Source: an optimization exercise on an open RTL-to-GDS flow (aim: small area, a short achievable clock period and few clock cycles). Production flows keep margins and buffers that such runs may drop. RTL that was checked went through simulation tests only; none was proved equivalent to the original. Power is estimated from default activity; no workload was simulated.

## rs_parity_enc
module rs_parity_enc (
  input  wire        clk,
  input  wire        rst,        
  input  wire [5:0]  cfg_k,      
  input  wire [4:0]  cfg_m,      
  input  wire        in_valid,
  output wire        in_ready,
  input  wire [15:0] in_data,
  output wire        out_valid,
  input  wire        out_ready,
  output wire [15:0] out_data,
  output wire        out_last
);
For scale: ~2800 cells after synthesis, roughly 420 flip-flops, roughly 50 I/O pins, about 30000 µm² of cells after synthesis.
clock: 7.0 ns
lec_check: 0
abc_clock_period_in_ps: 2500
cap_margin: 20
core_margin: 2
core_utilization: 50
setup_slack_margin: 4.2
slew_margin: 20
run.sh (not shown) runs the stock make flow with config.mk's settings and CLKGATE_MAP_FILE= SYNTH_SCRIPT=/design/flow/synth_recipe.tcl, a recipe that flattens the netlist after the stock synthesis.
The starting point finished clean.
Change:
ABC_CLOCK_PERIOD_IN_PS = 3000   (was 2500)
CORE_UTILIZATION = 30   (was 50)
SETUP_SLACK_MARGIN = 4   (was 4.2)
Worst hold slack degrades by 5.3 ps.
Non-clock buffer count went down by 27.
Wire length went down by 2.1%.
Via count went down by 3.4%.
Setup slack degrades by 11 ps.
Power went down by 3.5%.
Register-to-register slack is about the same.
Count of clock-buffer cells in the layout went down by 1.
No functional check of the RTL was part of any run of this note.

* * *

## run 1
The RTL this note starts from:
==> flow/design.v <==
module gf_inv6 (
  input  wire [5:0] x,
  output reg  [7:0] y
);
  always @(*) begin
    case (x)
      6'd1: y = 8'h01;
      6'd2: y = 8'h8E;
      6'd3: y = 8'hF4;
      6'd4: y = 8'h47;
      6'd5: y = 8'hA7;
      6'd6: y = 8'h7A;
      6'd7: y = 8'hBA;
      6'd8: y = 8'hAD;
      6'd9: y = 8'h9D;
      6'd10: y = 8'hDD;
      6'd11: y = 8'h98;
      6'd12: y = 8'h3D;
      6'd13: y = 8'hAA;
      6'd14: y = 8'h5D;
      6'd15: y = 8'h96;
      6'd16: y = 8'hD8;
      6'd17: y = 8'h72;
      6'd18: y = 8'hC0;
      6'd19: y = 8'h58;
      6'd20: y = 8'hE0;
      6'd21: y = 8'h3E;
      6'd22: y = 8'h4C;
      6'd23: y = 8'h66;
      6'd24: y = 8'h90;
      6'd25: y = 8'hDE;
      6'd26: y = 8'h55;
      6'd27: y = 8'h80;
      6'd28: y = 8'hA0;
      6'd29: y = 8'h83;
      6'd30: y = 8'h4B;
      6'd31: y = 8'h2A;
      6'd32: y = 8'h6C;
      6'd33: y = 8'hED;
      6'd34: y = 8'h39;
      6'd35: y = 8'h51;
      6'd36: y = 8'h60;
      6'd37: y = 8'h56;
      6'd38: y = 8'h2C;
      6'd39: y = 8'h8A;
      6'd40: y = 8'h70;
      6'd41: y = 8'hD0;
      6'd42: y = 8'h1F;
      6'd43: y = 8'h4A;
      6'd44: y = 8'h26;
      6'd45: y = 8'h8B;
      6'd46: y = 8'h33;
      6'd47: y = 8'h6E;
      6'd48: y = 8'h48;
      6'd49: y = 8'h89;
      6'd50: y = 8'h6F;
      6'd51: y = 8'h2E;
      6'd52: y = 8'hA4;
      6'd53: y = 8'hC3;
      6'd54: y = 8'h40;
      6'd55: y = 8'h5E;
      6'd56: y = 8'h50;
      6'd57: y = 8'h22;
      6'd58: y = 8'hCF;
      6'd59: y = 8'hA9;
      6'd60: y = 8'hAB;
      6'd61: y = 8'h0C;
      6'd62: y = 8'h15;
      6'd63: y = 8'hE1;
      default: y = 8'h00;
    endcase
  end
endmodule
module gf_xmul (
  input  wire [7:0]  b,
  output wire [63:0] bx
);
  assign bx[7:0] = b;
  genvar n;
  generate
    for (n = 1; n < 8; n = n + 1) begin : g_shift
      assign bx[8*n +: 8] = {bx[8*n-2 -: 7], 1'b0} ^ (bx[8*n-1] ? 8'h1D : 8'h00);
    end
  endgenerate
endmodule
module gf_mul_x (
  input  wire [7:0]  a,
  input  wire [63:0] bx,
  output wire [7:0]  p
);
  assign p = (a[0] ? bx[ 7: 0] : 8'h00) ^ (a[1] ? bx[15: 8] : 8'h00)
           ^ (a[2] ? bx[23:16] : 8'h00) ^ (a[3] ? bx[31:24] : 8'h00)
           ^ (a[4] ? bx[39:32] : 8'h00) ^ (a[5] ? bx[47:40] : 8'h00)
           ^ (a[6] ? bx[55:48] : 8'h00) ^ (a[7] ? bx[63:56] : 8'h00);
endmodule
module rs_parity_enc (
  input  wire        clk,
  input  wire        rst,        
  input  wire [5:0]  cfg_k,      
  input  wire [4:0]  cfg_m,      
  input  wire        in_valid,
  output wire        in_ready,
  input  wire [15:0] in_data,
  output wire        out_valid,
  input  wire        out_ready,
  output wire [15:0] out_data,
  output wire        out_last
);
  localparam LANES = 4;
  localparam SLOTS = 4;
  localparam ROWS  = LANES * SLOTS;
  reg         rdy_q;             
  reg  [4:0]  jn;                
  reg         first_in;          
  wire        take     = in_valid && rdy_q;
  reg  [4:0]  g_km1;             
  reg  [5:0]  g_k;
  reg  [2:0]  g_np;              
  reg  [1:0]  g_npm1;            
  reg  [1:0]  g_ll;              
  reg  [1:0]  g_base;            
  wire        last_in = first_in ? (cfg_k == 6'd1) : (jn == g_km1);
  wire [2:0]  np_cfg  = (cfg_m + 5'd3) >> 2;
  reg         ir_v;
  reg  [15:0] ir_d;
  reg  [4:0]  ir_j;
  reg         ir_first, ir_last;
  reg  [1:0]  ir_p;              
  reg  [5:0]  ir_kp;             
  reg  [5:0]  ir_sel [0:LANES-1];   
  reg  [1:0]  wr_ptr;            
  reg  [2:0]  free;              
  wire        alloc     = ir_first;      
  wire        issue     = ir_v && (g_np != 3'd0) && (!alloc || (free != 3'd0));
  wire        last_pass = (ir_p == g_npm1);
  wire        ir_done   = ir_v && ((g_np == 3'd0) || (issue && last_pass));
  wire [1:0]  op_slot   = alloc ? wr_ptr : g_base + ir_p;
  reg         c_v;
  reg  [15:0] c_d;
  reg  [7:0]  c_coef [0:LANES-1];
  reg  [1:0]  c_slot;
  reg         c_first, c_lastw, c_slast;
  reg  [1:0]  c_ll;
  wire [7:0]  coef [0:LANES-1];
  genvar l;
  generate
    for (l = 0; l < LANES; l = l + 1) begin : g_coef
      gf_inv6 u_inv (.x(ir_sel[l]), .y(coef[l]));
      wire [5:0] k_take = first_in ? cfg_k : g_k;
      wire [5:0] sel_take = (k_take + l) ^ {1'b0, jn};
      wire [5:0] sel_next = (ir_kp + (4 + l)) ^ {1'b0, ir_j};
      always @(posedge clk)
        if (take)
          ir_sel[l] <= sel_take;
        else if (issue)
          ir_sel[l] <= sel_next;
    end
  endgenerate
  reg  [15:0] acc [0:ROWS-1];
  reg  [SLOTS-1:0] s_rdy;            
  reg  [SLOTS-1:0] s_last;           
  reg  [1:0]  s_ll [0:SLOTS-1];      
  wire [63:0] dx_lo, dx_hi;
  gf_xmul u_xlo (.b(c_d[7:0]),  .bx(dx_lo));
  gf_xmul u_xhi (.b(c_d[15:8]), .bx(dx_hi));
  wire [15:0] upd [0:LANES-1];
  generate
    for (l = 0; l < LANES; l = l + 1) begin : g_mac
      wire [15:0] prod;
      gf_mul_x u_lo (.a(c_coef[l]), .bx(dx_lo), .p(prod[7:0]));
      gf_mul_x u_hi (.a(c_coef[l]), .bx(dx_hi), .p(prod[15:8]));
      wire [15:0] old = acc[c_slot * LANES + l];
      assign upd[l] = (c_first ? 16'h0000 : old) ^ prod;
    end
  endgenerate
  reg         ov, ol;
  reg  [15:0] od;
  reg  [1:0]  rd_slot;
  reg  [1:0]  rd_lane;
  wire        out_go   = s_rdy[rd_slot] && (!ov || out_ready);
  wire        rd_end   = (rd_lane == s_ll[rd_slot]);
  wire        freed    = out_go && rd_end;
  assign in_ready  = rdy_q;
  assign out_valid = ov;
  assign out_data  = od;
  assign out_last  = ol;
  wire        alloc_now = issue && alloc;
  reg         rdy_n;
  always @(*) begin
    if (take) begin
      if (first_in)
        rdy_n = (cfg_m == 5'd0) ||
                (np_cfg == 3'd1 && !alloc_now && (free != 3'd0));
      else
        rdy_n = (g_np == 3'd0) || (g_np == 3'd1);
    end else if (ir_v && !ir_done) begin
      if (issue)
        rdy_n = (ir_p + 2'd1 == g_npm1) && (!alloc || (free >= 3'd2));
      else
        rdy_n = last_pass && (free != 3'd0);
    end else begin
      rdy_n = 1'b1;
    end
  end
  integer q;
  always @(posedge clk) begin
    if (take) begin
      ir_d     <= in_data;
      ir_j     <= jn;
      ir_first <= first_in;
      ir_last  <= last_in;
      ir_kp    <= first_in ? cfg_k : g_k;
      if (first_in) begin
        g_k    <= cfg_k;
        g_km1  <= cfg_k[4:0] - 5'd1;
        g_np   <= np_cfg;
        g_npm1 <= np_cfg[1:0] - 2'd1;
        g_ll   <= cfg_m[1:0] - 2'd1;
      end
    end else if (issue) begin
      ir_kp    <= ir_kp + 6'd4;
    end
    c_d     <= ir_d;
    for (q = 0; q < LANES; q = q + 1)
      c_coef[q] <= coef[q];
    c_slot  <= op_slot;
    c_first <= ir_first;
    c_lastw <= ir_last;
    c_slast <= last_pass;
    c_ll    <= last_pass ? g_ll : 2'd3;
    if (issue && alloc && ir_p == 2'd0)
      g_base <= wr_ptr;
    if (c_v) begin
      for (q = 0; q < LANES; q = q + 1)
        acc[c_slot * LANES + q] <= upd[q];
      if (c_lastw) begin
        s_last[c_slot] <= c_slast;
        s_ll[c_slot]   <= c_ll;
      end
    end
    if (out_go) begin
      od <= acc[rd_slot * LANES + rd_lane];
      ol <= s_last[rd_slot] && rd_end;
    end
    if (rst) begin
      rdy_q   <= 1'b1;
      jn      <= 5'd0;
      first_in <= 1'b1;
      ir_v    <= 1'b0;
      ir_p    <= 2'd0;
      c_v     <= 1'b0;
      wr_ptr  <= 2'd0;
      free    <= 3'd4;
      rd_slot <= 2'd0;
      rd_lane <= 2'd0;
      ov      <= 1'b0;
      s_rdy   <= {SLOTS{1'b0}};
    end else begin
      rdy_q <= rdy_n;
      if (take) begin
        jn       <= last_in ? 5'd0 : jn + 5'd1;
        first_in <= last_in;
      end
      ir_v <= take || (ir_v && !ir_done);
      if (take)
        ir_p <= 2'd0;
      else if (issue)
        ir_p <= last_pass ? 2'd0 : ir_p + 2'd1;
      c_v  <= issue;
      if (alloc_now)
        wr_ptr <= wr_ptr + 2'd1;
      free <= free - (alloc_now ? 3'd1 : 3'd0) + (freed ? 3'd1 : 3'd0);
      for (q = 0; q < SLOTS; q = q + 1) begin
        if (c_v && c_lastw && c_slot == q)
          s_rdy[q] <= 1'b1;
        else if (freed && rd_slot == q)
          s_rdy[q] <= 1'b0;
      end
      if (out_go) begin
        ov <= 1'b1;
        if (rd_end) begin
          rd_lane <= 2'd0;
          rd_slot <= rd_slot + 2'd1;
        end else begin
          rd_lane <= rd_lane + 2'd1;
        end
      end else if (out_ready) begin
        ov <= 1'b0;
      end
    end
  end
endmodule
clock: 7.0 ns
lec_check: 0
cap_margin: 20
core_margin: 2
core_utilization: 40
cts_cluster_diameter: 80
cts_cluster_size: 30
setup_slack_margin: 4.5
slew_margin: 20
Run 1 completed every stage of the flow, and the final layout passed the timing, DRC and antenna checks.
Testbench counts of run 1, summed over its fixed seeds: cycles 87,735.
Here is what was changed in the inputs of run 2 compared with run 1.
-- flow/config.mk --
<<< run 1, line 7
export LEC_CHECK = 0
export CAP_MARGIN = 20
>>> run 2, line 7
export LEC_CHECK = 0
export ABC_AREA = 1
export CAP_MARGIN = 20
==> comparison <==
NOTE: multiplexer share of the synthesized area in run 2 falls short of that of run 1. Run 1 → run 2: global-route wire length before repair increased about 20%, multi-input combinational cell count higher. Between run 2 and run 1, fraction of synthesized cell area in xor and xnor cells is higher for run 1, run 2 comes in under that.
Relative to run 2, the following input files were edited for run 3:
==> flow/config.mk <==
export PLATFORM = sky130hd
export DESIGN_NAME = rs_parity_enc
export DESIGN_NICKNAME = rs_parity_enc
export VERILOG_FILES = /design/flow/design.v
export SDC_FILE = /design/flow/constraint.sdc
export NUM_CORES = 4
export LEC_CHECK = 0
export CAP_MARGIN = 20
export CORE_MARGIN = 2
export CORE_UTILIZATION = 40
export CTS_CLUSTER_DIAMETER = 150
export CTS_CLUSTER_SIZE = 32
export SETUP_SLACK_MARGIN = 4.7
export SLEW_MARGIN = 20
Findings:
- Max horizontal die dimension across run 2 and run 3: run 2
- Diff run 2 -> run 3: multi-input combinational cell count decreased by 36% relative to the old numbers, footprint of the multi-input gates increased by 1.1% relative to the old numbers, routed wire length decreased by about 16% relative to the old numbers, final cell count without fillers decreased by about 30% relative to the old numbers.
- Delta (run 3 minus run 2): clock-buffer cell count saw a decrease; multiplexer share of the synthesized area saw an increase.
- Taking run 2 over run 3, the power per cell area ratio works out to 0.906.
Relative to run 3, the following input files were edited for run 4:
==> flow/config.mk <==
export PLATFORM = sky130hd
export DESIGN_NAME = rs_parity_enc
export DESIGN_NICKNAME = rs_parity_enc
export VERILOG_FILES = /design/flow/design.v
export SDC_FILE = /design/flow/constraint.sdc
export NUM_CORES = 4
export LEC_CHECK = 0
export CAP_MARGIN = 5
export CORE_MARGIN = 2
export CORE_UTILIZATION = 40
export CTS_CLUSTER_DIAMETER = 80
export CTS_CLUSTER_SIZE = 30
export SETUP_SLACK_MARGIN = 4.5
export SLEW_MARGIN = 5
## What came out
Compared with run 3, run 4 shows area of all placed cells without fillers lower by about 3.7%. Relative to run 3, the clock buffer count in the final layout measured on run 4 has increased by a few percent. Looking only at met1 track utilization from global routing, and setting everything else aside, the lower value of run 4 and run 3 goes to run 4. Timing, DRC, antenna: 0 failures across run 4 and run 3. Fmax: run 4 below run 3.
### run 4 -> run 5
-- flow/config.mk --
<<< run 4, line 7
export LEC_CHECK = 0
export CAP_MARGIN = 5
export CORE_MARGIN = 2
>>> run 5, line 7
export LEC_CHECK = 0
export CAP_MARGIN = 20
export CORE_MARGIN = 2
<<< run 4, line 12
export CTS_CLUSTER_SIZE = 30
export SETUP_SLACK_MARGIN = 4.5
export SLEW_MARGIN = 5
>>> run 5, line 12
export CTS_CLUSTER_SIZE = 30
export SETUP_SLACK_MARGIN = 4.6
export SLEW_MARGIN = 20
Results
The flow did not stop early for run 5: all stages ran, and the layout cleared the timing, DRC and antenna checks. Summary of run 5 over run 4: ratio of routed vias to standard cells picked up an extra 0.33%; sequential share of layout area lost 0.64 points; global-route wire length before repair neither gained nor lost much; number of clock buffers in the layout lost about 3.6%; number of iterations in the first detailed-routing pass lost 1. Summary of run 5 over run 4: final routed wire length divided by cell count +0.58%, routing usage on met3 now smaller, highest clock rate fell 0.40%, power consumed by sequential cells increased about 1%. Any difference in global-route usage between run 5 and run 4 is small enough to ignore. Delta(worst relative slew slack, run 5 - run 4) < 0. Run 5 ended up with out_data[11] as its termination of the worst setup path; run 4 ended up with out_data[1].

port drivers added, routing unchanged:
No port has a modelled driver above. Below, the same layouts with a new extraction and two added sets of constraints. Step 1 sets driving cells, clkbuf_16 on the clock port and buf_2 on the other inputs (assumed; they add their load-dependent delay and slew). Step 2 also shifts input and output timing later by t, the mid clock arrival at the registers, as if the neighbouring blocks saw the same clock. a / b / c = ideal / step 1 / step 2; a / b = the first two.
| run | t (ns) | slack for setup (ns) | cell pins on the clock port's net |
|---|---|---|---|
| the first run of note 1 | 0.671 | 3.994 / 3.994 / 3.382 | 1 |
| the second run of note 1 | 0.637 | 3.983 / 3.983 / 3.408 | 1 |
| run 1 | 0.653 | 4.415 / 4.349 / 3.890 | 1 |
| run 2 | 0.677 | 4.361 / 4.299 / 3.900 | 1 |
| run 3 | 0.630 | 4.432 / 4.366 / 4.013 | 1 |
| run 4 | 0.651 | 4.419 / 4.353 / 3.901 | 1 |
| run 5 | 0.661 | 4.409 / 4.343 / 3.941 | 1 |
After both steps setup and hold are still met in every run listed. For the first run of note 1, which loses most, drivers alone change the setup slack by 0.000 ns; drivers and shift together by -0.612 ns.
